Context: an optimization exercise on an open-source flow, tuned for small area, a short achievable clock period and few clock cycles per item. The choices shown serve that exercise and are no tape-out recipe.
Where RTL was checked, it was by simulation tests only, not by an equivalence proof against the original.
The RTL of runs 1, 6 and 7 was laid out without a check of its function.

## flow/flow/run.sh

```bash
#!/bin/bash
# Standard ORFS flow (the standard.sh, unchanged synthesis), with:
#  - the port buffers made from the smallest buffer cell (buf_1) instead of
#    the default choice; every input and output still gets its own buffer;
set -euo pipefail
export BUFFER_PORTS_ARGS="-buffer_cell sky130_fd_sc_hd__buf_1"
export SETUP_SLACK_MARGIN=${MARGIN:-7}
bash standard.sh > standard.log 2>&1
```

## flow/standard.sh

```bash
#!/bin/bash
# synth_recipe.tcl (not shown) runs the flow's synth.tcl, then flattens the netlist and writes it again
# the make line also repeats each setting of config.mk as NAME=value (left out here)
make -C /OpenROAD-flow-scripts/flow DESIGN_CONFIG=/design/flow/config.mk WORK_HOME=/design/flow/orfs CLKGATE_MAP_FILE= SYNTH_SCRIPT=/design/flow/synth_recipe.tcl "${@:-finish}"
```

## flow/config.mk

```make
export PLATFORM = sky130hd
export DESIGN_NAME = sha256_blk
export DESIGN_NICKNAME = sha256_blk
export VERILOG_FILES = /design/flow/design.v
export SDC_FILE = /design/flow/constraint.sdc
export NUM_CORES = 4
export LEC_CHECK = 0
export CAP_MARGIN = 20
export CORE_MARGIN = 2
export CORE_UTILIZATION = 50
export CTS_CLUSTER_DIAMETER = 80
export CTS_CLUSTER_SIZE = 24
export SLEW_MARGIN = 20
```

## flow/constraint.sdc

```tcl
create_clock -name core_clock -period 12.0 [get_ports {clk}]
set_input_delay 2.4000 -clock core_clock [delete_from_list [all_inputs] [get_ports {clk}]]
set_output_delay 2.4000 -clock core_clock [all_outputs]
set_load 0.01 [all_outputs]
```

## flow/design.v

```verilog
module sha256_blk (
    input  wire         clk,
    input  wire         rst,           
    input  wire         in_valid,
    output reg          in_ready,
    input  wire         in_first,      
    input  wire [511:0] in_block,      
    output reg          out_valid,     
    output wire [255:0] digest         
);
    function [31:0] rotr;
        input [31:0] x;
        input integer n;
        begin
            rotr = (x >> n) | (x << (32 - n));
        end
    endfunction
    localparam [255:0] IV = {32'h6a09e667, 32'hbb67ae85, 32'h3c6ef372, 32'ha54ff53a,
                             32'h510e527f, 32'h9b05688c, 32'h1f83d9ab, 32'h5be0cd19};
    reg  [31:0] a, b, c, d, e, f, g, h;
    reg  [31:0] HA0, HA1, HA2, HA3;    
    reg  [31:0] HE0, HE1, HE2, HE3;    
    reg  [31:0] W [0:15];              
    reg  [31:0] hkw;                   
    reg  [31:0] kreg;                  
    reg  [6:0]  cnt;
    reg         pre;        
    reg         rnd;        
    reg         run;        
    reg         fin;        
    reg         ldiv;       
    reg         curfirst;   
    reg         finfirst;   
    reg  [1:0]  ph;         
    assign digest = {HA3, HA2, HA1, HA0, HE3, HE2, HE1, HE0};
    reg [31:0] k_c;
    always @(*) begin
        case (cnt)
            7'd0: k_c = 32'h428a2f98;
            7'd1: k_c = 32'h71374491;
            7'd2: k_c = 32'hb5c0fbcf;
            7'd3: k_c = 32'he9b5dba5;
            7'd4: k_c = 32'h3956c25b;
            7'd5: k_c = 32'h59f111f1;
            7'd6: k_c = 32'h923f82a4;
            7'd7: k_c = 32'hab1c5ed5;
            7'd8: k_c = 32'hd807aa98;
            7'd9: k_c = 32'h12835b01;
            7'd10: k_c = 32'h243185be;
            7'd11: k_c = 32'h550c7dc3;
            7'd12: k_c = 32'h72be5d74;
            7'd13: k_c = 32'h80deb1fe;
            7'd14: k_c = 32'h9bdc06a7;
            7'd15: k_c = 32'hc19bf174;
            7'd16: k_c = 32'he49b69c1;
            7'd17: k_c = 32'hefbe4786;
            7'd18: k_c = 32'h0fc19dc6;
            7'd19: k_c = 32'h240ca1cc;
            7'd20: k_c = 32'h2de92c6f;
            7'd21: k_c = 32'h4a7484aa;
            7'd22: k_c = 32'h5cb0a9dc;
            7'd23: k_c = 32'h76f988da;
            7'd24: k_c = 32'h983e5152;
            7'd25: k_c = 32'ha831c66d;
            7'd26: k_c = 32'hb00327c8;
            7'd27: k_c = 32'hbf597fc7;
            7'd28: k_c = 32'hc6e00bf3;
            7'd29: k_c = 32'hd5a79147;
            7'd30: k_c = 32'h06ca6351;
            7'd31: k_c = 32'h14292967;
            7'd32: k_c = 32'h27b70a85;
            7'd33: k_c = 32'h2e1b2138;
            7'd34: k_c = 32'h4d2c6dfc;
            7'd35: k_c = 32'h53380d13;
            7'd36: k_c = 32'h650a7354;
            7'd37: k_c = 32'h766a0abb;
            7'd38: k_c = 32'h81c2c92e;
            7'd39: k_c = 32'h92722c85;
            7'd40: k_c = 32'ha2bfe8a1;
            7'd41: k_c = 32'ha81a664b;
            7'd42: k_c = 32'hc24b8b70;
            7'd43: k_c = 32'hc76c51a3;
            7'd44: k_c = 32'hd192e819;
            7'd45: k_c = 32'hd6990624;
            7'd46: k_c = 32'hf40e3585;
            7'd47: k_c = 32'h106aa070;
            7'd48: k_c = 32'h19a4c116;
            7'd49: k_c = 32'h1e376c08;
            7'd50: k_c = 32'h2748774c;
            7'd51: k_c = 32'h34b0bcb5;
            7'd52: k_c = 32'h391c0cb3;
            7'd53: k_c = 32'h4ed8aa4a;
            7'd54: k_c = 32'h5b9cca4f;
            7'd55: k_c = 32'h682e6ff3;
            7'd56: k_c = 32'h748f82ee;
            7'd57: k_c = 32'h78a5636f;
            7'd58: k_c = 32'h84c87814;
            7'd59: k_c = 32'h8cc70208;
            7'd60: k_c = 32'h90befffa;
            7'd61: k_c = 32'ha4506ceb;
            7'd62: k_c = 32'hbef9a3f7;
            7'd63: k_c = 32'hc67178f2;
            default: k_c = 32'h0;
        endcase
    end
    reg  [15:0] wsel;
    reg  [31:0] w_in;
    integer j;
    always @(*) begin
        w_in = 32'h0;
        for (j = 0; j < 16; j = j + 1)
            w_in = w_in | (in_block[511 - 32*j -: 32] & {32{wsel[j]}});
    end
    wire [1:0]  k4 = {~cnt[1], cnt[0]};
    reg  [31:0] iva, ive;
    always @(*) begin
        case (k4)
            2'd0: begin iva = IV[159:128]; ive = IV[31:0];  end
            2'd1: begin iva = IV[191:160]; ive = IV[63:32]; end
            2'd2: begin iva = IV[223:192]; ive = IV[95:64]; end
            default: begin iva = IV[255:224]; ive = IV[127:96]; end
        endcase
    end
    wire        addh = pre & fin;
    wire [31:0] ha_in = addh ? (finfirst ? iva : HA0) : 32'h0;
    wire [31:0] he_in = addh ? (finfirst ? ive : HE0) : 32'h0;
    wire [31:0] fa = ha_in + d;
    wire [31:0] fe = he_in + h;
    wire [31:0] S1  = rotr(e, 6) ^ rotr(e, 11) ^ rotr(e, 25);
    wire [31:0] ch  = (e & f) ^ (~e & g);
    wire [31:0] S0  = rotr(a, 2) ^ rotr(a, 13) ^ rotr(a, 22);
    wire [31:0] maj = (a & b) ^ (a & c) ^ (b & c);
    function [63:0] csa;
        input [31:0] x, y, z;
        begin
            csa = {x ^ y ^ z, (x[30:0] & y[30:0]) | (x[30:0] & z[30:0]) | (y[30:0] & z[30:0]), 1'b0};
        end
    endfunction
    wire [63:0] p  = csa(hkw, ch, maj);
    wire [63:0] q  = csa(p[63:32], p[31:0], S1);
    wire [63:0] r  = csa(q[63:32], q[31:0], S0);
    wire [63:0] u  = csa(hkw, ch, d);
    wire [63:0] v  = csa(u[63:32], u[31:0], S1);
    wire [31:0] an = r[63:32] + r[31:0];
    wire [31:0] en = v[63:32] + v[31:0];
    wire [31:0] s0  = rotr(W[1], 7) ^ rotr(W[1], 18) ^ (W[1] >> 3);
    wire [31:0] s1  = rotr(W[14], 17) ^ rotr(W[14], 19) ^ (W[14] >> 10);
    wire [31:0] wn  = s1 + W[9] + s0 + W[0];
    integer k;
    always @(posedge clk) begin
        if (rnd) begin
            a <= an;
            e <= en;
        end else if (pre & ldiv) begin
            a <= iva;
            e <= ive;
        end else begin
            a <= fa;
            e <= fe;
        end
        b <= a; c <= b; d <= c;
        f <= e; g <= f; h <= g;
        HA3 <= addh ? fa : HA0;
        HA2 <= HA3; HA1 <= HA2; HA0 <= HA1;
        HE3 <= addh ? fe : HE0;
        HE2 <= HE3; HE1 <= HE2; HE0 <= HE1;
        for (k = 0; k < 15; k = k + 1)
            W[k] <= W[k + 1];
        W[15] <= (cnt[6:4] == 3'd0) ? w_in : wn;
        wsel  <= (cnt == 7'd127) ? 16'h0001 : {wsel[14:0], 1'b0};
        kreg <= k_c;
        hkw  <= g + kreg + W[15];
        cnt <= cnt + 7'd1;
        if (rst) begin
            pre       <= 1'b0;
            rnd       <= 1'b0;
            run       <= 1'b0;
            fin       <= 1'b0;
            ldiv      <= 1'b0;
            ph        <= 2'd0;
            in_ready  <= 1'b0;
            out_valid <= 1'b0;
        end else begin
            out_valid <= addh & (cnt == 7'd1);
            in_ready  <= rnd & (cnt == 7'd14);
            if (pre) begin
                if (cnt == 7'd1) begin
                    pre <= 1'b0;
                    fin <= 1'b0;
                    rnd <= run;
                    ph  <= 2'd0;
                end
            end else if (rnd) begin
                if (cnt == 7'd65) begin
                    rnd      <= 1'b0;
                    pre      <= 1'b1;
                    fin      <= 1'b1;
                    finfirst <= curfirst;
                    run      <= in_valid;
                    ldiv     <= in_valid & in_first;
                    curfirst <= in_first;
                    cnt      <= 7'd126;
                end
            end else begin
                ph <= ph + 2'd1;
                if (in_valid && (in_first || ph == 2'd3)) begin
                    pre      <= 1'b1;
                    run      <= 1'b1;
                    ldiv     <= in_first;
                    curfirst <= in_first;
                    cnt      <= 7'd126;
                end
            end
        end
    end
endmodule
```

==> results.ini, run 1 <==
[status]
status=timing/DRC/antenna clean

[floorplanning]
core_um2=96900
die_w_um=317
pin_count=774
dieArea_um2=100000
die_y_um=317
num_rows=114
floorplan.initialDensity=0.505

[worst_setup_path]
cp-start-kind=register
slowest_stage=dfxtp_1
cp.arrival_ns=5.50
critPathTopFamily=adder cells
timing_worst_setup_path_type=register to register
cp_cell_sequence=mux2_2 -> fa_1 -> inv_1 -> fa_1 -> inv_1 -> fa_1 -> ha_1 -> and4_1 -> a21oi_1 -> nand3_2 -> a21oi_1 -> o31ai_1 -> a21o_1 -> a21o_1 -> a21oi_1 -> xor2_1 -> a21oi_1
worstSetupEndpointType=register
cp.required_ns=12.56
path_buf_inv=2
crit_path_max_incr_delay_ns=0.57
crit_top_cell=a21oi_1
cp.depth=17
crit_fanout=5
ff2ff_path_depth=17

[synth]
synthTopCellsByArea=dfxtp_1 (46%), fa_1 (10%), ha_1 (5.2%), xnor2_1 (5.0%), a21oi_1 (3.5%)
synth_top_area_frac=0.458
synth_cells=4666
yosysWarnings=2
yosysSeqAreaShare=0.459
ys.flop_type=dfxtp_1
yosysMostFrequentCell=dfxtp_1
yosysTopAreaCell=dfxtp_1
synthTopCellsByCount=dfxtp_1 (1120), inv_1 (352), a21oi_1 (344), xnor2_1 (277), fa_1 (250)
synth_seq_cells=1122
async_flop_share=0
synth_enable_flop_cells=2
syn-num-nets=5636
syn_avg_cell_area_um2=10.5
ys_types=78
synth_area_um2=48900

[final_layout]
stdcell_area_um2=55300
top_register=W
synthToLayoutAreaGrowth_pct=13.1
multi_input_area_um2=24800
ff_latch_area_um2=22600
fill_cells=8396
nNetsFinal=6352
utilization=0.571
largest_reg_flops=512
drive_above_1_share=0.0635

[placement]
place_area_um2=53200
dp_slack_ns=6.06
port_buffers=773
gp_congestion=1.08
hpwl_um=178000

[cts]
path_clk_slew_ns=0.11
htree_num_levels=2
cts_inserted_buffers=53
cts.path.max_buffers=3
clock-sinks=1122
clock_tree.root_cell=clkbuf_16
clk_latency_ns=0.70
tritoncts=yes

[sta]
layout_setup_ws_ns=7.06
fmax_ghz=0.202
min_period_ns=4.94
hold_viol=0
min_period_over_period=0.412
tightest_slew_ns=1.22
final_max_slew_viol_count=0
finClkSkew_ns=0.0380
rsz0062_at_grt=yes
setup_viol=0
tns_ns=0
relSlewSlack=0.188

[hold_path]
hold_class=register to register
hold_depth=0

[routing]
drc_errors=0
drt-initial-drc-count=5556
routedWlPerCell_um=32.5
routed_wl_um=218000
avgViaCountPerCell=6.13
ant_nets=0
dr.pass1.iters=9
via_count=41000

[global_route]
grt_overflow=0
grt_max_degree=98
grt_first_pass_wirelength_um=296000
grt_pass1_vias=38500
track_usage=0.423
antenna_found_initial=62

[run]
maxCapViolations=0

[final timing paths]
path | start | slack [ns] | end
max | e[5] | 7.06 | a[16]
min | W[12][29] | 0.30 | W[11][29]
max reg2reg | e[5] | 7.06 | a[16]
min reg2reg | W[12][29] | 0.30 | W[11][29]
[layer usage]
metal | global-route usage | wire length [um] | vias up
met3 | 0.161 | 30900 | 463
met5 | 0 | 386 | -
met1 | 0.622 | 93400 | 20100
met2 | 0.565 | 85000 | 2815
li1 | - | - | 17600
met4 | 0.133 | 8020 | 40
[cell families (layout without fill, tap and decap cells)]
kind of cell             Yosys count  count (layout)  synth area share
adder cells (fa/ha/maj)          484             484             0.161
buffers and inverters            539            1263            0.0414
other                              0              25                 0
AND/OR/NAND/NOR                  805             805            0.0789
flip-flops                      1122            1122             0.459
AO/OA/AOI/OAI                   1211            1211             0.165
XOR/XNOR                         420             420            0.0752
multiplexers                      85              85            0.0198
[cell type report]
class | instances | area share
diodes | 25 | 0.00113
clock buffers | 57 | 0.0244
clock inverters | 6 | 0.00258
inverters | 353 | 0.0241
multi-input cells | 3005 | 0.448
flip-flops and latches | 1122 | 0.408
well taps | 1276 | 0.0289
repair buffers | 847 | 0.0630
[per-stage QoR]
step                std cells  hold WS (ns)
floorplan                4666         0.310
global placement         6584         0.310
detailed placement       6584         0.312
CTS                      6650         0.302
global route             6677         0.319
finish                   6691         0.304
[cells in the final DEF, fill, tap and decap left out, types with 29 or more instances in the layout]
cell | Yosys | final
a221oi_1 | 56 | 55
clkbuf_16 | 0 | 53
o21ai_0 | 179 | 171
a21o_1 | 93 | 93
nor3_1 | 75 | 72
buf_1 | 35 | 773
dfxtp_2 | 0 | 39
a211oi_1 | 58 | 55
maj3_1 | 30 | 29
nor2_1 | 197 | 196
nor2b_1 | 32 | 31
nand4_1 | 29 | 29
nand2_1 | 206 | 203
xor2_1 | 143 | 140
a31oi_1 | 40 | 36
xnor2_1 | 277 | 268
fa_1 | 250 | 249
mux2_2 | 75 | 74
ha_1 | 204 | 196
a22o_1 | 49 | 49
dfxtp_1 | 1120 | 1071
inv_1 | 352 | 348
a21oi_1 | 344 | 338
a22oi_1 | 174 | 173
nand3_1 | 88 | 86
buf_4 | 0 | 69
o21a_1 | 34 | 34
nand2b_1 | 70 | 67
[what timing repair did]
item	in CTS	in global routing
cloned	0	0
hold buffers	0	0
buffers inserted	3	16
endpoints found under the setup margin	90	57
resized for setup	29	93
pin swaps	3	17
==> run 2, diff against run 1 <==
--- a/flow/design.v
+++ b/flow/design.v
@@ -32,3 +32,2 @@
     reg         curfirst;   
-    reg         finfirst;   
     reg  [1:0]  ph;         
@@ -124,6 +123,5 @@
     wire        addh = pre & fin;
-    wire [31:0] ha_in = addh ? (finfirst ? iva : HA0) : 32'h0;
-    wire [31:0] he_in = addh ? (finfirst ? ive : HE0) : 32'h0;
-    wire [31:0] fa = ha_in + d;
-    wire [31:0] fe = he_in + h;
+    wire [31:0] fa = (HA0 & {32{addh}}) + d;
+    wire [31:0] fe = (HE0 & {32{addh}}) + h;
+    wire        ivw = rnd & curfirst & (cnt[6:3] == 4'd0) & (cnt[2:0] >= 3'd2) & (cnt[2:0] <= 3'd5);
     wire [31:0] S1  = rotr(e, 6) ^ rotr(e, 11) ^ rotr(e, 25);
@@ -162,5 +160,5 @@
         f <= e; g <= f; h <= g;
-        HA3 <= addh ? fa : HA0;
+        HA3 <= addh ? fa : (ivw ? iva : HA0);
         HA2 <= HA3; HA1 <= HA2; HA0 <= HA1;
-        HE3 <= addh ? fe : HE0;
+        HE3 <= addh ? fe : (ivw ? ive : HE0);
         HE2 <= HE3; HE1 <= HE2; HE0 <= HE1;
@@ -197,3 +195,2 @@
                     fin      <= 1'b1;
-                    finfirst <= curfirst;
                     run      <= in_valid;
--- a/flow/flow/run.sh
+++ b/flow/flow/run.sh
@@ -6,3 +6,3 @@
 export BUFFER_PORTS_ARGS="-buffer_cell sky130_fd_sc_hd__buf_1"
-export SETUP_SLACK_MARGIN=${MARGIN:-7}
+export SETUP_SLACK_MARGIN=${MARGIN:-8}
 bash standard.sh > standard.log 2>&1
--- a/flow/config.mk
+++ b/flow/config.mk
@@ -13 +13,2 @@
 export SLEW_MARGIN = 20
+export TNS_END_PERCENT = 20
==> run 2 against run 1 <==
- critical endpoint is now W[15][27]
- sequential cell count decreased by 1
- via count increased by 3.1%
- largest cell class unchanged
- synthesized cell count increased by 0.34%
==> results.ini, run 2 <==
[global_route]
grt_pass1_vias=40500  ; +5.1%
antenna_found_initial=71  ; +15%
track_usage=0.455  ; +0.0324
busiest_layer=met2
grt_max_degree=82  ; -16%
grt_overflow=0  ; unchanged
grt.met3_usage=0.138  ; -0.0229
met1_usage=0.597  ; -0.0253
met2_usage=0.672  ; +0.106
grt_first_pass_wirelength_um=313000  ; +5.7%

[final_layout]
stdcell_area_um2=56700  ; +2.4%
largest_reg_flops=512  ; unchanged
drive_above_1_share=0.0954  ; +0.0320
multi_input_area_um2=25400  ; +2.6%
fill_cells=7951  ; -5.3%
synthToLayoutAreaGrowth_pct=16.5
final_common_cell=dfxtp_1
nNetsFinal=6401  ; +0.77%
top_register=W
final_cell_mix=dfxtp_1 (1021), buf_1 (773), inv_1 (355), a21oi_1 (307), xnor2_1 (264)
ff_latch_area_um2=22700  ; +0.45%

[synth]
syn-num-nets=5652  ; +0.28%
yosysTopAreaCell=dfxtp_1
ys_types=70  ; -10%
yosysSeqAreaShare=0.462  ; +0.00236
synth_enable_flop_cells=1  ; -1
synth_cells=4682  ; +0.34%
synthTopCellsByArea=dfxtp_1 (46%), fa_1 (10%), ha_1 (5.2%), xnor2_1 (5.0%), a21oi_1 (3.3%)
synth_seq_cells=1121  ; -0.089%
ys.flop_type=dfxtp_1
synthTopCellsByCount=dfxtp_1 (1120), inv_1 (362), a21oi_1 (323), xnor2_1 (280), o21ai_0 (254)
yosysMostFrequentCell=dfxtp_1
yosysWarnings=2  ; unchanged
async_flop_share=0  ; unchanged
synth_area_um2=48600  ; -0.64%
syn_avg_cell_area_um2=10.4  ; -0.98%
synth_top_area_frac=0.461  ; +0.00297

[run]
maxCapViolations=0  ; unchanged

[routing]
dr.pass1.iters=9  ; unchanged
drt-initial-drc-count=6090  ; +9.6%
drc_errors=0  ; unchanged
via_count=42300  ; +3.1%
routedWlPerCell_um=35.0  ; +7.4%
routed_wl_um=236000  ; +8.6%
avgViaCountPerCell=6.25  ; +2.1%
ant_nets=0  ; unchanged

[cts]
clk_latency_ns=0.76  ; +0.06 ns
cts_inserted_buffers=58  ; +9.4%
clock-sinks=1121  ; -0.089%
path_clk_slew_ns=0.11  ; about the same
cts.path.max_buffers=3  ; unchanged
htree_num_levels=2  ; unchanged
tritoncts=yes
clock_tree.root_cell=clkbuf_16
holdBufCountCts=0  ; unchanged

[floorplanning]
num_rows=114  ; unchanged
pin_count=774  ; unchanged
die_y_um=316  ; -0.32%
floorplan.initialDensity=0.504  ; -0.00177
dieArea_um2=99800  ; -0.64%
core_um2=96600  ; -0.29%
die_w_um=316  ; -0.32%

[sta]
tns_ns=0  ; unchanged
timing.hold.ws_ns=0.322  ; +0.0181 ns
min_period_over_period=0.425  ; +0.0129
min_period_ns=5.09  ; +0.155 ns
final_max_slew_viol_count=0  ; unchanged
hold_viol=0  ; unchanged
finClkSkew_ns=0.0714  ; +0.0333 ns
setup_viol=0  ; unchanged
tightest_slew_ns=1.33  ; +0.111 ns
rsz0062_at_grt=yes
fmax_ghz=0.196  ; -3.0%
relSlewSlack=0.114  ; -0.0741

[worst_setup_path]
r2r_setup_slack_ns=6.91  ; -0.15 ns
worstSetupEndpointType=register
cp.arrival_ns=5.70  ; +0.20 ns
crit_fanout=3  ; -2
cp-start-kind=register
cp.required_ns=12.61  ; +0.05 ns
timing_worst_setup_path_type=register to register

[placement]
hpwl_um=184000  ; +3.7%
port_buffers=773  ; unchanged
gp_congestion=1.10  ; +1.7%
place_area_um2=53000  ; -0.40%

[hold_path]
hold_class=register to register

[status]
status=timing/DRC/antenna clean

run 2: layout make-up:
class                   count  area share
diodes                     36     0.00159
clock buffers              62      0.0261
clock inverters            17     0.00532
inverters                 362      0.0240
multi-input cells        3008       0.449
flip-flops and latches   1121       0.400
well taps                1276      0.0282
repair buffers            880      0.0658
run 2: through the flow:
stage | worst slack (ns) | util | std cells
floorplan | 7.64 | - | 4682
global placement | 6.88 | 0.548 | 6591
detailed placement | 6.91 | 0.548 | 6592
CTS | 7.43 | 0.577 | 6701
global route | 6.78 | 0.586 | 6747
finish | 6.91 | 0.587 | 6762
run 2: logic make-up (layout without fill, tap and decap cells):
family | Yosys count | in the layout | synth area share
compound gates | 1225 | 1225 | 0.164
mux | 46 | 46 | 0.0121
fa+ha+maj | 484 | 484 | 0.162
flops | 1121 | 1121 | 0.462
simple gates | 827 | 827 | 0.0816
other cells | 0 | 36 | 0
xor+xnor | 426 | 426 | 0.0767
buf+inv | 553 | 1321 | 0.0427
run 2: metal layers:
metal,vias up,share of wire
li1,17700,-
met1,20700,0.39
met2,3067,0.42
met3,811,0.12
met4,50,0.069
met5,-,0.0017
run 2: path summary, 6_finish.rpt:
path / from / end / cells after the start
max reg2reg: W[1][8] / W[15][27] / 17
max: W[1][8] / W[15][27] / 17
min: W[8][9] / W[7][9] / 0
min reg2reg: W[8][9] / W[7][9] / 0
run 2: worst max-delay path: stages (launching register included):
cell,delay (ns)
dfxtp_4,0.39
buf_12,0.13
xor2_4,0.19
xnor2_2,0.27
fa_2,0.54
inv_2,0.08
fa_2,0.45
ha_4,0.19
a21o_1,0.16
a221o_1,0.34
a311oi_2,0.69
o21ai_2,0.19
a41o_4,0.28
a31oi_4,0.25
o21bai_1,0.10
a21oi_2,0.19
xor2_2,0.39
o21ai_1,0.10
run 2: what timing repair did:
action,4_1_cts,5_1_grt
hold endpoints to repair,0,0
pin swaps,55,59
resized for setup,202,128
buffers inserted,30,23
endpoints found under the setup margin,63,89
Testbench counts of run 2, summed over its fixed seeds: cycles 39,488, blocks 580.
==> run 3, diff against run 2 <==
--- a/flow/flow/run.sh
+++ b/flow/flow/run.sh
@@ -6,3 +6,3 @@
 export BUFFER_PORTS_ARGS="-buffer_cell sky130_fd_sc_hd__buf_1"
-export SETUP_SLACK_MARGIN=${MARGIN:-8}
+export SETUP_SLACK_MARGIN=${MARGIN:-7.5}
 bash standard.sh > standard.log 2>&1
--- a/flow/config.mk
+++ b/flow/config.mk
@@ -9,3 +9,3 @@
 export CORE_MARGIN = 2
-export CORE_UTILIZATION = 50
+export CORE_UTILIZATION = 55
 export CTS_CLUSTER_DIAMETER = 80
==> run 3 against run 2 <==
- sequential cell count stayed put
- highest routed layer unchanged
- fmax shrank 11%
- still clean on timing, DRC and antenna
- critical endpoint is now W[15][17]
- non-clock buffer count shrank 20
==> results.ini, run 3 <==
[status]
status=timing/DRC/antenna clean

[global_route]
track_usage=0.520  ; +0.0641
grt_pass1_vias=41000  ; +1.2%
met1_usage=0.614  ; +0.0168
antenna_found_initial=85  ; +20%
grt_overflow=0  ; unchanged
grt_first_pass_wirelength_um=323000  ; +3.0%
grt.met3_usage=0.273  ; +0.135
grt_max_degree=92  ; +12%
busiest_layer=met2
met2_usage=0.729  ; +0.0573

[cts]
holdBufCountCts=0  ; unchanged
clock-sinks=1121  ; unchanged
cts_inserted_buffers=57  ; -1.7%
path_clk_slew_ns=0.11  ; about the same
clk_latency_ns=0.77  ; about the same
htree_num_levels=2  ; unchanged
clock_tree.root_cell=clkbuf_16
tritoncts=yes
cts.path.max_buffers=3  ; unchanged

[synth]
synth_area_um2=48600  ; unchanged
synth_top_area_frac=0.461  ; unchanged
synth_enable_flop_cells=1  ; unchanged
syn_avg_cell_area_um2=10.4  ; unchanged
synthTopCellsByArea=dfxtp_1 (46%), fa_1 (10%), ha_1 (5.2%), xnor2_1 (5.0%), a21oi_1 (3.3%)
ys_types=70  ; unchanged
yosysMostFrequentCell=dfxtp_1
yosysWarnings=2  ; unchanged
syn-num-nets=5652  ; unchanged
ys.flop_type=dfxtp_1
synth_seq_cells=1121  ; unchanged
async_flop_share=0  ; unchanged
synth_cells=4682  ; unchanged
yosysTopAreaCell=dfxtp_1
synthTopCellsByCount=dfxtp_1 (1120), inv_1 (362), a21oi_1 (323), xnor2_1 (280), o21ai_0 (254)
yosysSeqAreaShare=0.462  ; unchanged

[worst_setup_path]
ff2ff_path_depth=14  ; -3
r2r_setup_slack_ns=6.25  ; -0.66 ns
worstSetupEndpointType=register
cp_cell_sequence=xnor2_1 -> fa_1 -> inv_1 -> fa_1 -> ha_1 -> and3_1 -> a221o_1 -> a311oi_2 -> o21ai_1 -> nand2b_1 -> nand2_1 -> a21oi_1 -> xor2_1 -> o21ai_0
crit_path_max_incr_delay_ns=1.00  ; +0.31 ns
cp.required_ns=12.56  ; -0.05 ns
cp.arrival_ns=6.31  ; +0.61 ns
cp-start-kind=register
timing_worst_setup_path_type=register to register
r2r_start=W[14][17]
slowest_stage=dfxtp_1
crit_fanout=5  ; +2
crit_top_cell=fa_1
reg2reg_to=W[15][17]

[placement]
dp_slack_ns=6.89  ; -0.0221 ns
gp_congestion=1.13  ; +2.5%
hpwl_um=187000  ; +1.4%
port_buffers=773  ; unchanged

[routing]
avgViaCountPerCell=6.62  ; +5.9%
drc_errors=0  ; unchanged
routedWlPerCell_um=36.9  ; +5.5%
via_count=44000  ; +4.1%
ant_nets=0  ; unchanged
drt-initial-drc-count=7218  ; +19%
routed_wl_um=245000  ; +3.7%
dr.pass1.iters=9  ; unchanged

[floorplanning]
core_um2=88000  ; -8.9%
die_w_um=301  ; -4.6%
floorplan.initialDensity=0.553  ; +0.0492
die_y_um=301  ; -4.6%
dieArea_um2=90800  ; -9.0%
num_rows=109  ; -4.4%
pin_count=774  ; unchanged

[final_layout]
top_register=W
utilization=0.636  ; +0.0492
largest_reg_flops=512  ; unchanged
fill_cells=6985  ; -12%
synthToLayoutAreaGrowth_pct=15.0
drive_above_1_share=0.0809  ; -0.0145
final_common_cell=dfxtp_1
nNetsFinal=6381  ; -0.31%
final_cell_mix=dfxtp_1 (1033), buf_1 (772), inv_1 (359), a21oi_1 (313), xnor2_1 (263)

[sta]
final_max_slew_viol_count=0  ; unchanged
hold_viol=0  ; unchanged
min_period_ns=5.75  ; +0.655 ns
min_period_over_period=0.479  ; +0.0546
timing.hold.ws_ns=0.293  ; -0.0293 ns
rsz0062_at_grt=yes
relSlewSlack=0.0953  ; -0.0184
tns_ns=0  ; unchanged
tightest_slew_ns=1.36  ; +0.0276 ns
fmax_ghz=0.174  ; -11%
setup_viol=0  ; unchanged
finClkSkew_ns=0.0667  ; -0.00465 ns
layout_setup_ws_ns=6.25  ; -0.655 ns

[run]
maxCapViolations=0  ; unchanged

[hold_path]
min_from=W[3][11]
holdPathEnd=W[2][11]
hold_class=register to register
hold_depth=0  ; unchanged

==> run 3: cell counts after synthesis <==
Identical to the previous run, type by type.
==> run 3: worst max-delay path by stage <==
stage | slack [ns] | to | from | cells after the start
3_5_place_dp | 6.89 | a[30] | e[2] | 17
6_report | 6.25 | W[15][17] | W[14][17] | 14
5_1_grt | 6.49 | W[15][14] | W[1][30] | 13
4_1_cts | 7.26 | a[25] | e[1] | 20
2_1_floorplan | 7.53 | a[31] | a[1] | 19
3_3_place_gp | 6.95 | a[31] | a[1] | 19
==> run 3: cells by family (layout without fill, tap and decap cells) <==
logic type | after synthesis | count (layout) | share of synthesized area
compound gates | 1225 | 1225 | 0.164
xor+xnor | 426 | 426 | 0.0767
other cells | 0 | 56 | 0
mux | 46 | 46 | 0.0121
buf+inv | 553 | 1297 | 0.0427
flops | 1121 | 1121 | 0.462
fa+ha+maj | 484 | 484 | 0.162
simple gates | 827 | 828 | 0.0816
==> run 3: what timing repair did <==
action / in CTS / in global routing
gates cloned: 0 / 1
setup buffers: 19 / 18
setup endpoints to repair: 40 / 54
pin swaps: 36 / 43
resized for setup: 110 / 165
==> run 3: critical path, delay by kind of cell (launching register included) <==
family          cells  cell delay (ns)
compound gates      5             1.30
fa+ha+maj           3             1.42
buf+inv             1             0.09
simple gates        3             0.45
xor+xnor            2             1.29
flops               1             1.00
==> run 3: area by class of cell <==
| class | instances | area [um2] | area share |
|---|---|---|---|
| multi-input combinational | 3009 | 25100 | 0.448 |
| sequential | 1121 | 22700 | 0.405 |
| timing repair buffer | 860 | 3570 | 0.0638 |
| tap | 1165 | 1460 | 0.0261 |
| clock buffer | 58 | 1430 | 0.0256 |
| inverter | 362 | 1360 | 0.0243 |
| clock inverter | 17 | 273 | 0.00488 |
| antenna | 56 | 140 | 0.00251 |
==> run 3: stage by stage <==
step	cell area, um2	cells
floorplan	48600	4682
global placement	52700	6477
detailed placement	52700	6477
CTS	54900	6571
global route	55800	6609
finish	55900	6648
==> run 3: layer usage <==
layer | share of wire | up-vias
li1 | - | 17700
met1 | 0.36 | 21200
met2 | 0.40 | 3897
met3 | 0.15 | 1223
met4 | 0.088 | 54
met5 | 0.0020 | -
==> run 4, diff against run 3 <==
--- a/flow/config.mk
+++ b/flow/config.mk
@@ -9,5 +9,6 @@
 export CORE_MARGIN = 2
-export CORE_UTILIZATION = 55
+export CORE_UTILIZATION = 50
 export CTS_CLUSTER_DIAMETER = 80
 export CTS_CLUSTER_SIZE = 24
+export GPL_TIMING_DRIVEN = 1
 export SLEW_MARGIN = 20
==> run 4 against run 3 <==
- still clean
- sequential cell count stayed put
- clock-buffer cell count is 4 higher
- fmax is 24% higher
- register-to-register slack better by 1.1 ns
- first-iteration DRC count is 24% lower
- area after synthesis stayed put
- worst setup slack better by 1.1 ns
- critical path type unchanged
==> results.ini, run 4 <==
[worst_setup_path]
r2r_start=fin
critPathTopFamily=compound AO/OA/AOI/OAI gates
cp.required_ns=12.56  ; about the same
cp.depth=15  ; +1
ff2ff_path_depth=15  ; +1
cp-start-kind=register
crit_path_max_incr_delay_ns=0.69  ; -0.31 ns
timing_worst_setup_path_type=register to register
startpoint=fin
crit_fanout=68  ; +63
path_buf_inv=2  ; +1
cp_cell_sequence=buf_6 -> and2_4 -> buf_6 -> nand2_1 -> fa_1 -> nor2b_1 -> o31ai_1 -> a21oi_1 -> a41oi_1 -> a221o_1 -> nand3_1 -> nand2_1 -> xnor2_1 -> a211oi_1 -> a21oi_1
slowest_stage=a211oi_1
cp.arrival_ns=5.19  ; -1.12 ns
worstSetupEndpointType=register

[sta]
tightest_slew_ns=1.17  ; -0.189 ns
final_max_slew_viol_count=0  ; unchanged
min_period_ns=4.64  ; -1.11 ns
rsz0062_at_grt=yes
setup_viol=0  ; unchanged
relSlewSlack=0.218  ; +0.123
min_period_over_period=0.386  ; -0.0928
hold_viol=0  ; unchanged
tns_ns=0  ; unchanged
fmax_ghz=0.216  ; +24%
finClkSkew_ns=0.0538  ; -0.0129 ns

[floorplanning]
die_y_um=316  ; +4.8%
num_rows=114  ; +4.6%
pin_count=774  ; unchanged
die_w_um=316  ; +4.8%
core_um2=96600  ; +9.8%
floorplan.initialDensity=0.504  ; -0.0492
dieArea_um2=99800  ; +9.9%

[synth]
synth_seq_cells=1121  ; unchanged
synth_area_um2=48600  ; unchanged
async_flop_share=0  ; unchanged
synth_top_area_frac=0.461  ; unchanged
yosysTopAreaCell=dfxtp_1
yosysSeqAreaShare=0.462  ; unchanged
yosysMostFrequentCell=dfxtp_1
ys_types=70  ; unchanged
yosysWarnings=2  ; unchanged
syn_avg_cell_area_um2=10.4  ; unchanged
synthTopCellsByCount=dfxtp_1 (1120), inv_1 (362), a21oi_1 (323), xnor2_1 (280), o21ai_0 (254)
synth_enable_flop_cells=1  ; unchanged
syn-num-nets=5652  ; unchanged
synth_cells=4682  ; unchanged
ys.flop_type=dfxtp_1
synthTopCellsByArea=dfxtp_1 (46%), fa_1 (10%), ha_1 (5.2%), xnor2_1 (5.0%), a21oi_1 (3.3%)

[final_layout]
stdcell_count=6731  ; +1.2%
synthToLayoutAreaGrowth_pct=14.2
final_cell_mix=dfxtp_1 (1045), buf_1 (773), inv_1 (359), a21oi_1 (313), xnor2_1 (272)
drive_above_1_share=0.0700  ; -0.0109
nNetsFinal=6368  ; -0.20%
top_register=W
final_common_cell=dfxtp_1
largest_reg_flops=512  ; unchanged
fill_cells=8499  ; +22%

[global_route]
antenna_found_initial=67  ; -21%
grt_pass1_vias=39000  ; -4.7%
grt_max_degree=79  ; -14%
grt_first_pass_wirelength_um=307000  ; -4.9%
grt_overflow=0  ; unchanged
track_usage=0.448  ; -0.0717

[cts]
clk_latency_ns=0.74  ; -0.03 ns
cts_inserted_buffers=57  ; unchanged
clock_tree.root_cell=clkbuf_16
cts.path.max_buffers=3  ; unchanged
path_clk_slew_ns=0.10  ; about the same
htree_num_levels=2  ; unchanged
clock-sinks=1121  ; unchanged
tritoncts=yes

[routing]
ant_nets=0  ; unchanged
drt-initial-drc-count=5462  ; -24%
routedWlPerCell_um=33.8  ; -8.4%
via_count=41100  ; -6.6%
dr.pass1.iters=6  ; -3
routed_wl_um=227000  ; -7.2%
drc_errors=0  ; unchanged
avgViaCountPerCell=6.11  ; -7.8%

[hold_path]
hold_depth=0  ; unchanged
min_from=W[6][1]
hold_class=register to register

[status]
status=timing/DRC/antenna clean

[placement]
gp_congestion=1.07  ; -5.8%
port_buffers=773  ; unchanged
hpwl_um=184000  ; -1.6%
dp.cells=6589  ; +1.7%

[run]
maxCapViolations=0  ; unchanged

-- run 4: cell families after synthesis --
kind of cell    after synthesis  share of synthesized area
compound gates             1225                      0.164
flops                      1121                      0.462
simple gates                827                     0.0816
buf+inv                     553                     0.0427
fa+ha+maj                   484                      0.162
xor+xnor                    426                     0.0767
mux                          46                     0.0121
-- run 4: timing repair --
item | 4_1_cts | 5_1_grt
gates cloned | 1 | 0
setup buffers | 14 | 10
pin swaps | 44 | 28
hold endpoints to repair | 0 | 0
gates resized for setup | 140 | 47
setup endpoints to repair | 68 | 47
hold buffers | 0 | 0
-- run 4: layer usage --
layer  GRT usage  wire length (um)  up-vias
met5           0               187        -
met4       0.243             14100       28
met3       0.168             28900      554
met2       0.655             95900     2727
met1       0.573             88400    20200
li1            -                 -    17600
-- run 4: path summary, 6_finish.rpt --
check,to,slack (ns)
worst min-delay path,W[5][1],0.32
worst max register to register,e[18],7.36
worst max-delay path,e[18],7.36
worst min register to register,W[5][1],0.32
-- run 4: final cells by class --
cell class | instances | area [um2] | share of cell area
diodes | 37 | 92.6 | 0.00167
multi-input cells | 3009 | 24700 | 0.444
clock inverters | 17 | 273 | 0.00491
repair buffers | 847 | 3460 | 0.0624
flip-flops and latches | 1121 | 22600 | 0.407
well taps | 1276 | 1600 | 0.0287
inverters | 362 | 1360 | 0.0245
clock buffers | 62 | 1480 | 0.0266
-- run 4: through the flow --
stage | hold slack (ns) | instance area, um2 | utilization | worst slack, ns
floorplan | 0.310 | 48600 | - | 7.53
global placement | 0.310 | 52800 | 0.547 | 6.94
detailed placement | 0.312 | 52800 | 0.547 | 6.88
CTS | 0.317 | 55200 | 0.571 | 7.36
global route | 0.320 | 55500 | 0.575 | 7.19
finish | 0.318 | 55600 | 0.575 | 7.36
==> run 5, diff against run 4 <==
--- a/flow/config.mk
+++ b/flow/config.mk
@@ -12,3 +12,2 @@
 export CTS_CLUSTER_SIZE = 24
-export GPL_TIMING_DRIVEN = 1
 export SLEW_MARGIN = 20
==> run 5 against run 4 <==
- sequential cell count did not move
- clock skew did not move
- cell area did not move
- first-iteration DRC count did not move
- critical endpoint unchanged
- area after synthesis did not move
- sequential share of layout area did not move
- via count did not move
- non-clock buffer count did not move
- global-route usage did not move
- die area did not move
- critical path type unchanged
==> results.ini, run 5 <==
[cts]
cts_inserted_buffers=57  ; unchanged
cts.path.max_buffers=3  ; unchanged
htree_num_levels=2  ; unchanged
clk_latency_ns=0.74  ; about the same
clock_tree.root_cell=clkbuf_16
path_clk_slew_ns=0.10  ; about the same
clock-sinks=1121  ; unchanged
tritoncts=yes

[routing]
via_count=41100  ; unchanged
drt-initial-drc-count=5462  ; unchanged
routed_wl_um=227000  ; unchanged
drc_errors=0  ; unchanged
routedWlPerCell_um=33.8  ; unchanged
avgViaCountPerCell=6.11  ; unchanged
dr.pass1.iters=6  ; unchanged
ant_nets=0  ; unchanged

[synth]
syn_avg_cell_area_um2=10.4  ; unchanged
ys.flop_type=dfxtp_1
synthTopCellsByArea=dfxtp_1 (46%), fa_1 (10%), ha_1 (5.2%), xnor2_1 (5.0%), a21oi_1 (3.3%)
async_flop_share=0  ; unchanged
synth_area_um2=48600  ; unchanged
synth_cells=4682  ; unchanged
synth_top_area_frac=0.461  ; unchanged
synthTopCellsByCount=dfxtp_1 (1120), inv_1 (362), a21oi_1 (323), xnor2_1 (280), o21ai_0 (254)
synth_seq_cells=1121  ; unchanged
yosysSeqAreaShare=0.462  ; unchanged
yosysWarnings=2  ; unchanged
ys_types=70  ; unchanged
yosysMostFrequentCell=dfxtp_1
syn-num-nets=5652  ; unchanged
yosysTopAreaCell=dfxtp_1
synth_enable_flop_cells=1  ; unchanged

[sta]
min_period_ns=4.64  ; unchanged
tightest_slew_ns=1.17  ; unchanged
rsz0062_at_grt=yes
min_period_over_period=0.386  ; unchanged
hold_viol=0  ; unchanged
finClkSkew_ns=0.0538  ; unchanged
relSlewSlack=0.218  ; unchanged
setup_viol=0  ; unchanged
fmax_ghz=0.216  ; unchanged
final_max_slew_viol_count=0  ; unchanged
tns_ns=0  ; unchanged

[placement]
hpwl_um=184000  ; unchanged
dp.cells=6589  ; unchanged
port_buffers=773  ; unchanged
gp_congestion=1.07  ; unchanged

[worst_setup_path]
critPathTopFamily=compound AO/OA/AOI/OAI gates
cp.arrival_ns=5.19  ; about the same
cp.required_ns=12.56  ; about the same
cp-start-kind=register
ff2ff_path_depth=15  ; unchanged
worstSetupEndpointType=register
r2r_setup_slack_ns=7.36  ; about the same
reg2reg_to=e[18]
path_buf_inv=2  ; unchanged
crit_path_max_incr_delay_ns=0.69  ; about the same
cp_cell_sequence=buf_6 -> and2_4 -> buf_6 -> nand2_1 -> fa_1 -> nor2b_1 -> o31ai_1 -> a21oi_1 -> a41oi_1 -> a221o_1 -> nand3_1 -> nand2_1 -> xnor2_1 -> a211oi_1 -> a21oi_1
r2r_start=fin
slowest_stage=a211oi_1
crit_fanout=68  ; unchanged
timing_worst_setup_path_type=register to register

[final_layout]
final_cell_mix=dfxtp_1 (1045), buf_1 (773), inv_1 (359), a21oi_1 (313), xnor2_1 (272)
final_common_cell=dfxtp_1
synthToLayoutAreaGrowth_pct=14.2  ; unchanged
largest_reg_flops=512  ; unchanged
stdcell_count=6731  ; unchanged
top_register=W
drive_above_1_share=0.0700  ; unchanged
nNetsFinal=6368  ; unchanged

[hold_path]
min_from=W[6][1]
holdPathEnd=W[5][1]
hold_class=register to register
hold_depth=0  ; unchanged

[floorplanning]
core_um2=96600  ; unchanged
pin_count=774  ; unchanged
floorplan.initialDensity=0.504  ; unchanged
num_rows=114  ; unchanged
die_w_um=316  ; unchanged
die_y_um=316  ; unchanged
dieArea_um2=99800  ; unchanged

[global_route]
grt_first_pass_wirelength_um=307000  ; unchanged
grt_max_degree=79  ; unchanged
grt_pass1_vias=39000  ; unchanged
grt_overflow=0  ; unchanged
track_usage=0.448  ; unchanged
antenna_found_initial=67  ; unchanged

[run]
maxCapViolations=0  ; unchanged

[status]
status=timing/DRC/antenna clean

run 5: cell counts after synthesis:
No cell type changed its count.
run 5: layout make-up:
class,count,area [um2]
fillers,8499,41000
multi-input cells,3009,24700
flip-flops and latches,1121,22600
repair buffers,847,3460
well taps,1276,1600
clock buffers,62,1480
inverters,362,1360
clock inverters,17,273
diodes,37,92.6
run 5: cells by family (layout without fill, tap and decap cells):
family,Yosys count,in the layout,synth area share
simple gates,827,828,0.0816
compound gates,1225,1225,0.164
flops,1121,1121,0.462
fa+ha+maj,484,484,0.162
other cells,0,37,0
xor+xnor,426,426,0.0767
buf+inv,553,1288,0.0427
mux,46,46,0.0121
run 5: per-stage QoR:
| step | utilization | hold WS (ns) | area, um2 | setup WS (ns) |
|---|---|---|---|---|
| 3_3_place_gp | 0.547 | 0.310 | 52800 | 6.94 |
| 6_report | 0.575 | 0.318 | 55600 | 7.36 |
| 5_1_grt | 0.575 | 0.320 | 55500 | 7.19 |
| 3_5_place_dp | 0.547 | 0.312 | 52800 | 6.88 |
| 2_1_floorplan | - | 0.310 | 48600 | 7.53 |
| 4_1_cts | 0.571 | 0.317 | 55200 | 7.36 |
run 5: layer usage:
layer	track usage	wire, um
met3	0.168	28900
met5	0	187
met4	0.243	14100
met2	0.655	95900
met1	0.573	88400
run 5: worst max path at each step:
stage                     cells after the start  startpoint  slack, ns    end
final                                        15         fin       7.36  e[18]
after global routing                         17       a[14]       7.19  a[31]
after CTS                                    17        a[2]       7.36  a[30]
after detailed placement                     17        e[2]       6.88  a[30]
after global placement                       17        e[2]       6.94  a[30]
after floorplan                              19        a[1]       7.53  a[31]
run 5: repair_timing:
| item | 4_1_cts | 5_1_grt |
|---|---|---|
| hold endpoints to repair | 0 | 0 |
| pin swaps | 44 | 28 |
| hold buffers | 0 | 0 |
| cloned | 1 | 0 |
| gates resized for setup | 140 | 47 |
| endpoints found under the setup margin | 68 | 47 |
| buffers inserted | 14 | 10 |
==> run 6, diff against run 5 <==
--- a/flow/design.v
+++ b/flow/design.v
@@ -24,2 +24,3 @@
     reg  [31:0] hkw;                   
+    reg  [31:0] wy_s, wy_c;            
     reg  [31:0] kreg;                  
@@ -143,5 +144,7 @@
     wire [31:0] en = v[63:32] + v[31:0];
-    wire [31:0] s0  = rotr(W[1], 7) ^ rotr(W[1], 18) ^ (W[1] >> 3);
+    wire [31:0] s0n = rotr(W[2], 7) ^ rotr(W[2], 18) ^ (W[2] >> 3);
     wire [31:0] s1  = rotr(W[14], 17) ^ rotr(W[14], 19) ^ (W[14] >> 10);
-    wire [31:0] wn  = s1 + W[9] + s0 + W[0];
+    wire [63:0] wy  = csa(s0n, W[1], W[10]);
+    wire [63:0] wz  = csa(wy_s, wy_c, s1);
+    wire [31:0] wn  = wz[63:32] + wz[31:0];
     integer k;
@@ -168,2 +171,4 @@
         wsel  <= (cnt == 7'd127) ? 16'h0001 : {wsel[14:0], 1'b0};
+        wy_s <= wy[63:32];
+        wy_c <= wy[31:0];
         kreg <= k_c;
==> run 6 against run 5 <==
- still clean
- utilization is 0.57 points lower
- via count is 0.96% higher
- clock skew fell by 0.013 ns
- critical path depth is 4 higher
- worst setup slack got worse by 0.27 ns
- sequential cell count rose by 31
- cell count up 3.7%
- worst hold slack better by 0.0059 ns
- cell area grew 2.1%
- first-iteration DRC count up 1.8%
- largest cell class unchanged
==> results.ini, run 6 <==
[status]
status=timing/DRC/antenna clean

[sta]
tightest_slew_ns=1.26  ; +0.0915 ns
min_period_over_period=0.409  ; +0.0226
setup_viol=0  ; unchanged
min_period_ns=4.91  ; +0.271 ns
tns_ns=0  ; unchanged
rsz0062_at_grt=yes
final_max_slew_viol_count=0  ; unchanged
finClkSkew_ns=0.0408  ; -0.0130 ns
hold_viol=0  ; unchanged
relSlewSlack=0.157  ; -0.0612
layout_setup_ws_ns=7.09  ; -0.271 ns
fmax_ghz=0.204  ; -5.5%

[worst_setup_path]
cp.depth=19  ; +4
r2r_start=e[7]
r2r_setup_slack_ns=7.09  ; -0.27 ns
worstSetupEndpointType=register
crit_top_cell=fa_1
timing_worst_setup_path_type=register to register
crit_path_end=a[30]
slowest_stage=fa_1
cp.arrival_ns=5.47  ; +0.28 ns
crit_fanout=3  ; -96%
reg2reg_to=a[30]
critPathTopFamily=adder cells
cp_cell_sequence=mux2_4 -> fa_1 -> inv_2 -> fa_1 -> inv_1 -> fa_1 -> ha_4 -> or3_4 -> or2_4 -> o21ba_4 -> o211ai_1 -> buf_4 -> a21oi_2 -> o211ai_1 -> buf_4 -> a31oi_4 -> o41ai_2 -> xor2_1 -> a32oi_1
startpoint=e[7]
crit_path_max_incr_delay_ns=0.53  ; -0.16 ns
cp.required_ns=12.56  ; about the same
path_buf_inv=4  ; +2
ff2ff_path_depth=19  ; +4
cp-start-kind=register

[synth]
muxShareOfSynthArea=0.0106  ; -0.00151
synth-xor-area-share=0.0723  ; -0.00443
synth_top_area_frac=0.461  ; -0.000512
synth_compound_area_frac=0.162  ; -0.00145
yosysTopAreaCell=dfxtp_1
synth_cells=4901  ; +4.7%
synth_enable_flop_cells=1  ; unchanged
async_flop_share=0  ; unchanged
synth_top_family_by_area=compound AO/OA/AOI/OAI gates
synthTopCellsByCount=dfxtp_1 (1151), inv_1 (544), a21oi_1 (311), xnor2_1 (267), fa_1 (250)
synth_seq_cells=1152  ; +2.8%
synthTopCellsByArea=dfxtp_1 (46%), fa_1 (10%), ha_1 (5.2%), xnor2_1 (4.7%), inv_1 (4.1%)
yosysSeqAreaShare=0.461  ; -0.000529
yosysMostFrequentCell=dfxtp_1
ys.flop_type=dfxtp_1
synth_fa_ha_area_frac=0.158  ; -0.00353
yosysWarnings=2  ; unchanged
synth_area_um2=50000  ; +2.9%
synthSimpleGateAreaFrac=0.0810  ; -0.000586
ys_types=91  ; +30%
syn-num-nets=5875  ; +3.9%
syn_avg_cell_area_um2=10.2  ; -1.7%

[placement]
hpwl_um=182000  ; -0.94%
dp_slack_ns=6.76  ; -0.119 ns
port_buffers=773  ; unchanged
dp.cells=6837  ; +3.8%
gp_congestion=1.15  ; +8.0%

[floorplanning]
floorplan.initialDensity=0.502  ; -0.00110
num_rows=116  ; +1.8%
dieArea_um2=103000  ; +2.8%
pin_count=774  ; unchanged
die_w_um=320  ; +1.4%
die_y_um=320  ; +1.4%
core_um2=99600  ; +3.1%

[cts]
clk_latency_ns=0.70  ; -0.04 ns
clock_tree.root_cell=clkbuf_16
cts_inserted_buffers=58  ; +1.8%
clock-sinks=1152  ; +2.8%
path_clk_slew_ns=0.10  ; about the same
htree_num_levels=2  ; unchanged
holdBufCountCts=0  ; unchanged
tritoncts=yes
cts.path.max_buffers=3  ; unchanged

[global_route]
grt_overflow=0  ; unchanged
grt_pass1_vias=40400  ; +3.5%
track_usage=0.426  ; -0.0218
antenna_found_initial=51  ; -24%
grt_max_degree=96  ; +22%
grt_first_pass_wirelength_um=306000  ; -0.27%

[final_layout]
drive_above_1_share=0.0549  ; -0.0151
synthToLayoutAreaGrowth_pct=13.4
nNetsFinal=6609  ; +3.8%
top_register=W
final_common_cell=dfxtp_1
stdcell_count=6982  ; +3.7%
largest_reg_flops=480  ; -6.3%
final_cell_mix=dfxtp_1 (1112), buf_1 (773), inv_1 (541), a21oi_1 (307), xnor2_1 (267)

[routing]
routedWlPerCell_um=32.0  ; -5.2%
avgViaCountPerCell=5.95  ; -2.7%
via_count=41500  ; +0.96%
ant_nets=0  ; unchanged
routed_wl_um=224000  ; -1.7%
dr.pass1.iters=7  ; +1
drt-initial-drc-count=5563  ; +1.8%
drc_errors=0  ; unchanged

[run]
maxCapViolations=0  ; unchanged

[hold_path]
hold_class=register to register

## run 6: cell types whose count changed in the layout (fill, tap and decap cells not counted), sizes merged, moves of 13 or more
cell,before,now
a21o,65,88
dfxtp,1120,1151
nand2,248,235
xnor2,280,267
o21ai,258,243
nor2,163,203
inv,366,551
## run 6: area by class of cell
cell class / count / area (um2)
Tap cell: 1298 / 1620
Antenna cell: 33 / 82.6
Clock inverter: 16 / 284
Fill cell: 8629 / 42900
Inverter: 546 / 2050
Timing Repair Buffer: 857 / 3530
Clock buffer: 60 / 1470
Multi-Input combinational cell: 3020 / 24500
Sequential cell: 1152 / 23200
## run 6: layer usage
layer	GRT usage	wire length [um]	vias to the layer above
met5	0	172	-
met4	0.206	12400	24
met3	0.150	26900	527
met2	0.625	93800	2582
met1	0.559	90400	20200
li1	-	-	18200
## run 6: cells by family (layout without fill, tap and decap cells)
| kind of cell | Yosys count | after routing |
|---|---|---|
| AOI/OAI and AO/OA | 1225 | 1225 |
| xor gates and xnor gates | 413 | 413 |
| adders and majority gates | 488 | 488 |
| buffers and inverters | 729 | 1479 |
| DFF | 1152 | 1152 |
| muxes | 44 | 44 |
| other | 0 | 33 |
| and+or+nand+nor | 850 | 850 |
## run 6: worst min-delay path by stage
stage          startpoint        end  slack (ns)  depth (start not counted)
3_3_place_gp      W[7][5]    W[6][5]        0.31                          0
2_1_floorplan    W[11][0]   W[10][0]        0.31                          0
6_report         W[9][28]   W[8][28]        0.32                          0
4_1_cts           W[9][3]    W[8][3]        0.32                          0
5_1_grt          W[7][16]   W[6][16]        0.33                          0
3_5_place_dp    W[11][31]  W[10][31]        0.31                          0
## run 6: what timing repair did
item	4_1_cts	5_1_grt
buffers inserted	24	12
pin swaps	21	22
hold endpoints to repair	0	0
gates resized for setup	64	24
endpoints found under the setup margin	26	45
## run 6: through the flow
step	utilization	instance area (um2)	hold slack (ns)
6_report	0.570	56700	0.324
2_1_floorplan	-	50100	0.310
4_1_cts	0.567	56500	0.317
5_1_grt	0.569	56700	0.331
3_3_place_gp	0.545	54300	0.310
3_5_place_dp	0.545	54300	0.312
==> run 7, diff against run 6 <==
--- a/flow/design.v
+++ b/flow/design.v
@@ -24,3 +24,2 @@
     reg  [31:0] hkw;                   
-    reg  [31:0] wy_s, wy_c;            
     reg  [31:0] kreg;                  
@@ -132,19 +131,21 @@
     function [63:0] csa;
-        input [31:0] x, y, z;
+        input [31:0] x, y, z, zc;
         begin
-            csa = {x ^ y ^ z, (x[30:0] & y[30:0]) | (x[30:0] & z[30:0]) | (y[30:0] & z[30:0]), 1'b0};
+            csa = {x ^ y ^ z, (x[30:0] & y[30:0]) | (x[30:0] & zc[30:0]) | (y[30:0] & zc[30:0]), 1'b0};
         end
     endfunction
-    wire [63:0] p  = csa(hkw, ch, maj);
-    wire [63:0] q  = csa(p[63:32], p[31:0], S1);
-    wire [63:0] r  = csa(q[63:32], q[31:0], S0);
-    wire [63:0] u  = csa(hkw, ch, d);
-    wire [63:0] v  = csa(u[63:32], u[31:0], S1);
+    wire [31:0] S1b  = rotr(e, 25) ^ rotr(e, 6) ^ rotr(e, 11);
+    wire [31:0] S0b  = rotr(a, 22) ^ rotr(a, 2) ^ rotr(a, 13);
+    wire [31:0] majb = (a & (b | c)) | (b & c);
+    wire [31:0] chb  = g ^ (e & (f ^ g));
+    wire [63:0] p  = csa(hkw, ch, maj, majb);
+    wire [63:0] q  = csa(p[63:32], p[31:0], S1, S1b);
+    wire [63:0] r  = csa(q[63:32], q[31:0], S0, S0b);
+    wire [63:0] u  = csa(hkw, d, ch, chb);
+    wire [63:0] v  = csa(u[63:32], u[31:0], S1, S1b);
     wire [31:0] an = r[63:32] + r[31:0];
     wire [31:0] en = v[63:32] + v[31:0];
-    wire [31:0] s0n = rotr(W[2], 7) ^ rotr(W[2], 18) ^ (W[2] >> 3);
+    wire [31:0] s0  = rotr(W[1], 7) ^ rotr(W[1], 18) ^ (W[1] >> 3);
     wire [31:0] s1  = rotr(W[14], 17) ^ rotr(W[14], 19) ^ (W[14] >> 10);
-    wire [63:0] wy  = csa(s0n, W[1], W[10]);
-    wire [63:0] wz  = csa(wy_s, wy_c, s1);
-    wire [31:0] wn  = wz[63:32] + wz[31:0];
+    wire [31:0] wn  = s1 + W[9] + s0 + W[0];
     integer k;
@@ -171,4 +172,2 @@
         wsel  <= (cnt == 7'd127) ? 16'h0001 : {wsel[14:0], 1'b0};
-        wy_s <= wy[63:32];
-        wy_c <= wy[31:0];
         kreg <= k_c;
==> run 7 against run 6 <==
- critical path type unchanged
- worst hold slack worse by 0.0021 ns
- cell area is 0.15% higher
- highest routed layer unchanged
- non-clock buffer count is 7 higher
- global-route usage is 0.48 points higher
- critical endpoint is now a[31]
- still clean on timing, DRC and antenna
- fmax is 1.5% higher
- first-iteration DRC count is 2.3% lower
- via count is 2.9% higher
- sequential cell count is 31 lower
- register-to-register slack better by 0.07 ns
==> results.ini, run 7 <==
[sta]
rsz0062_at_grt=yes
setup_viol=0  ; unchanged
min_period_ns=4.83  ; -0.0733 ns
tns_ns=0  ; unchanged
fmax_ghz=0.207  ; +1.5%
tightest_slew_ns=1.25  ; -0.00506 ns
min_period_over_period=0.403  ; -0.00611
final_max_slew_viol_count=0  ; unchanged
hold_viol=0  ; unchanged
finClkSkew_ns=0.0395  ; -0.00129 ns
relSlewSlack=0.163  ; +0.00648

[synth]
ys_types=78  ; -14%
synth-xor-area-share=0.0956  ; +0.0233
synth_cells=4881  ; -0.41%
yosysMostFrequentCell=dfxtp_1
synth_seq_cells=1121  ; -2.7%
synthTopCellsByCount=dfxtp_1 (1120), xnor2_1 (345), ha_1 (322), a21oi_1 (319), nor2_1 (308)
synth_area_um2=49500  ; -1.1%
synth_enable_flop_cells=1  ; unchanged
ys.flop_type=dfxtp_1
yosysTopAreaCell=dfxtp_1
async_flop_share=0  ; unchanged
synth_compound_area_frac=0.181  ; +0.0187
synth_fa_ha_area_frac=0.140  ; -0.0180
syn_avg_cell_area_um2=10.1  ; -0.66%
muxShareOfSynthArea=0.00897  ; -0.00161
yosysWarnings=2  ; unchanged
synth_top_area_frac=0.453  ; -0.00758
syn-num-nets=5848  ; -0.46%
synthTopCellsByArea=dfxtp_1 (45%), ha_1 (8.1%), xnor2_1 (6.1%), fa_1 (5.2%), xor2_1 (3.5%)
yosysSeqAreaShare=0.454  ; -0.00757
synth_top_family_by_area=compound AO/OA/AOI/OAI gates
synthSimpleGateAreaFrac=0.0967  ; +0.0157

[cts]
holdBufCountCts=0  ; unchanged
clock-sinks=1121  ; -2.7%
path_clk_slew_ns=0.09  ; about the same
tritoncts=yes
clock_tree.root_cell=clkbuf_16
cts.path.max_buffers=3  ; unchanged
clk_latency_ns=0.69  ; about the same
cts_inserted_buffers=66  ; +14%
htree_num_levels=3  ; +1

[worst_setup_path]
critPathTopFamily=compound AO/OA/AOI/OAI gates
r2r_start=g[14]
cp.required_ns=12.53  ; -0.03 ns
path_buf_inv=0  ; -4
timing_worst_setup_path_type=register to register
crit_path_max_incr_delay_ns=0.68  ; +0.15 ns
slowest_stage=dfxtp_1
cp.arrival_ns=5.37  ; -0.10 ns
cp_cell_sequence=mux2_2 -> ha_1 -> xor2_1 -> ha_1 -> xnor2_1 -> ha_1 -> xnor2_1 -> ha_1 -> nand3b_1 -> o22ai_1 -> a21oi_2 -> or4_4 -> a21oi_4 -> o31ai_4 -> a41o_1 -> o41ai_4 -> xnor2_1 -> a21oi_1
worstSetupEndpointType=register
startpoint=g[14]
r2r_setup_slack_ns=7.17  ; +0.07 ns
crit_top_cell=ha_1
crit_fanout=4  ; +1
reg2reg_to=a[31]
ff2ff_path_depth=18  ; -1
cp-start-kind=register

[floorplanning]
pin_count=774  ; unchanged
floorplan.initialDensity=0.504  ; +0.00117
die_w_um=319  ; -0.53%
die_y_um=319  ; -0.53%
dieArea_um2=102000  ; -1.1%
core_um2=98300  ; -1.3%
num_rows=115  ; -0.86%

[global_route]
antenna_found_initial=54  ; +5.9%
grt_overflow=0  ; unchanged
track_usage=0.431  ; +0.00478
grt_first_pass_wirelength_um=308000  ; +0.54%
grt_max_degree=80  ; -17%
grt_pass1_vias=40600  ; +0.48%

[final_layout]
final_cell_mix=dfxtp_1 (1068), buf_1 (773), xnor2_1 (332), ha_1 (316), a21oi_1 (312)
final_common_cell=dfxtp_1
drive_above_1_share=0.0659  ; +0.0110
nNetsFinal=6586  ; -0.35%
top_register=W
stdcell_area_um2=56800  ; +0.15%
synthToLayoutAreaGrowth_pct=14.8
utilization=0.578  ; +0.00835
largest_reg_flops=512  ; +6.7%
stdcell_count=6964  ; -0.26%

[hold_path]
min_from=W[4][26]
holdPathEnd=W[3][26]
hold_depth=0  ; unchanged
hold_class=register to register

[routing]
dr.pass1.iters=10  ; +3
via_count=42700  ; +2.9%
routedWlPerCell_um=32.3  ; +0.73%
drt-initial-drc-count=5433  ; -2.3%
routed_wl_um=225000  ; +0.47%
ant_nets=0  ; unchanged
avgViaCountPerCell=6.13  ; +3.1%
drc_errors=0  ; unchanged

[placement]
gp_congestion=1.08  ; -6.2%
dp.cells=6802  ; -0.51%
hpwl_um=182000  ; about the same
port_buffers=773  ; unchanged
place_area_um2=53700  ; -1.0%

[run]
maxCapViolations=0  ; unchanged

[status]
status=timing/DRC/antenna clean

==> run 7: changes by cell type in the layout (fill, tap and decap cells not counted), moves of 44 or more <==
cell / change
dfxtp_1: -44
fa_1: -121
xnor2_1: +65
o21bai_1: +88
inv_1: -423
ha_1: +117
nor2_1: +106
==> run 7: per-layer routing <==
| metal | GRT usage | vias to the layer above | wire length [um] | part of all wire |
|---|---|---|---|---|
| met5 | 0 | - | 98 | 0.00044 |
| met2 | 0.647 | 2711 | 95200 | 0.42 |
| met4 | 0.209 | 14 | 12900 | 0.057 |
| met1 | 0.556 | 20700 | 89900 | 0.40 |
| met3 | 0.145 | 524 | 26700 | 0.12 |
| li1 | - | 18800 | - | - |
==> run 7: worst max-delay path by stage <==
stage / slack [ns] / end / cells after the start
floorplan: 7.48 / a[31] / 21
global placement: 6.92 / W[15][28] / 17
detailed placement: 6.88 / a[30] / 19
CTS: 7.19 / e[29] / 19
global route: 7.00 / a[31] / 19
finish: 7.17 / a[31] / 18
==> run 7: through the flow <==
| stage | hold slack, ns | setup slack, ns |
|---|---|---|
| after floorplan | 0.310 | 7.48 |
| after global placement | 0.309 | 6.92 |
| after detailed placement | 0.312 | 6.88 |
| after CTS | 0.320 | 7.19 |
| after global routing | 0.329 | 7.00 |
| final | 0.322 | 7.17 |
==> run 7: kinds of logic (layout without fill, tap and decap cells) <==
kind of cell | count (synthesis) | after routing
buffers and inverters | 320 | 1086
other | 0 | 29
AO/OA/AOI/OAI | 1356 | 1356
flip-flops | 1121 | 1121
adder cells (fa/ha/maj) | 483 | 483
XOR/XNOR | 540 | 540
multiplexers | 38 | 38
AND/OR/NAND/NOR | 1023 | 1024
==> run 7: worst register-to-register path, stage by stage (launching register included) <==
cell and delay, ns:
dfxtp_1 0.68, mux2_2 0.34, ha_1 0.26, xor2_1 0.21, ha_1 0.28, xnor2_1 0.25, ha_1 0.29, xnor2_1 0.14
ha_1 0.26, nand3b_1 0.21, o22ai_1 0.17, a21oi_2 0.06, or4_4 0.50, a21oi_4 0.25, o31ai_4 0.08, a41o_1 0.25
o41ai_4 0.23, xnor2_1 0.15, a21oi_1 0.09
==> run 7: timing repair <==
item,in CTS,in global routing
setup endpoints to repair,32,41
gates resized for setup,98,49
setup buffers,25,8
pin swaps,29,34
cloned,0,1
==> run 7: layout make-up <==
cell class | count | area, um2
diodes | 29 | 72.6
clock buffers | 70 | 1680
clock inverters | 27 | 477
fillers | 8498 | 41500
inverters | 125 | 469
multi-input cells | 3441 | 26300
flip-flops and latches | 1121 | 22600
well taps | 1287 | 1610
repair buffers | 864 | 3600

[afterwards: timing with drivers on the ports]
In the flow no input, the clock included, has a driving cell. The finished layouts below were timed again as built, in two steps. Step 1: set_driving_cell puts a clkbuf_16 on clk and a buf_2 on each other input, an assumption about the parent block. Step 2, shift: input delay + t, output delay - t, t = (earliest + latest rising clock arrival at the registers) / 2. This alone moves slack from input paths to output paths. a / b / c = ideal / step 1 / step 2; a / b = the first two.
run	t, ns	slack for setup (ns)	worst setup path after step 2	slew at the worst register clock pin (ns)
run 1	0.756	7.060 / 7.060 / 7.060	register to register	0.11 / 0.11
run 2	0.806	6.905 / 6.905 / 6.905	register to register	0.11 / 0.11
run 3	0.825	6.250 / 6.250 / 6.250	register to register	0.12 / 0.12
run 4	0.790	7.364 / 7.364 / 7.009	input to register	0.11 / 0.11
run 5	0.790	7.364 / 7.364 / 7.009	input to register	0.11 / 0.11
run 6	0.756	7.093 / 7.093 / 7.093	register to register	0.10 / 0.10
run 7	0.752	7.166 / 7.166 / 7.166	register to register	0.10 / 0.10
After both steps every run listed still meets setup and hold.
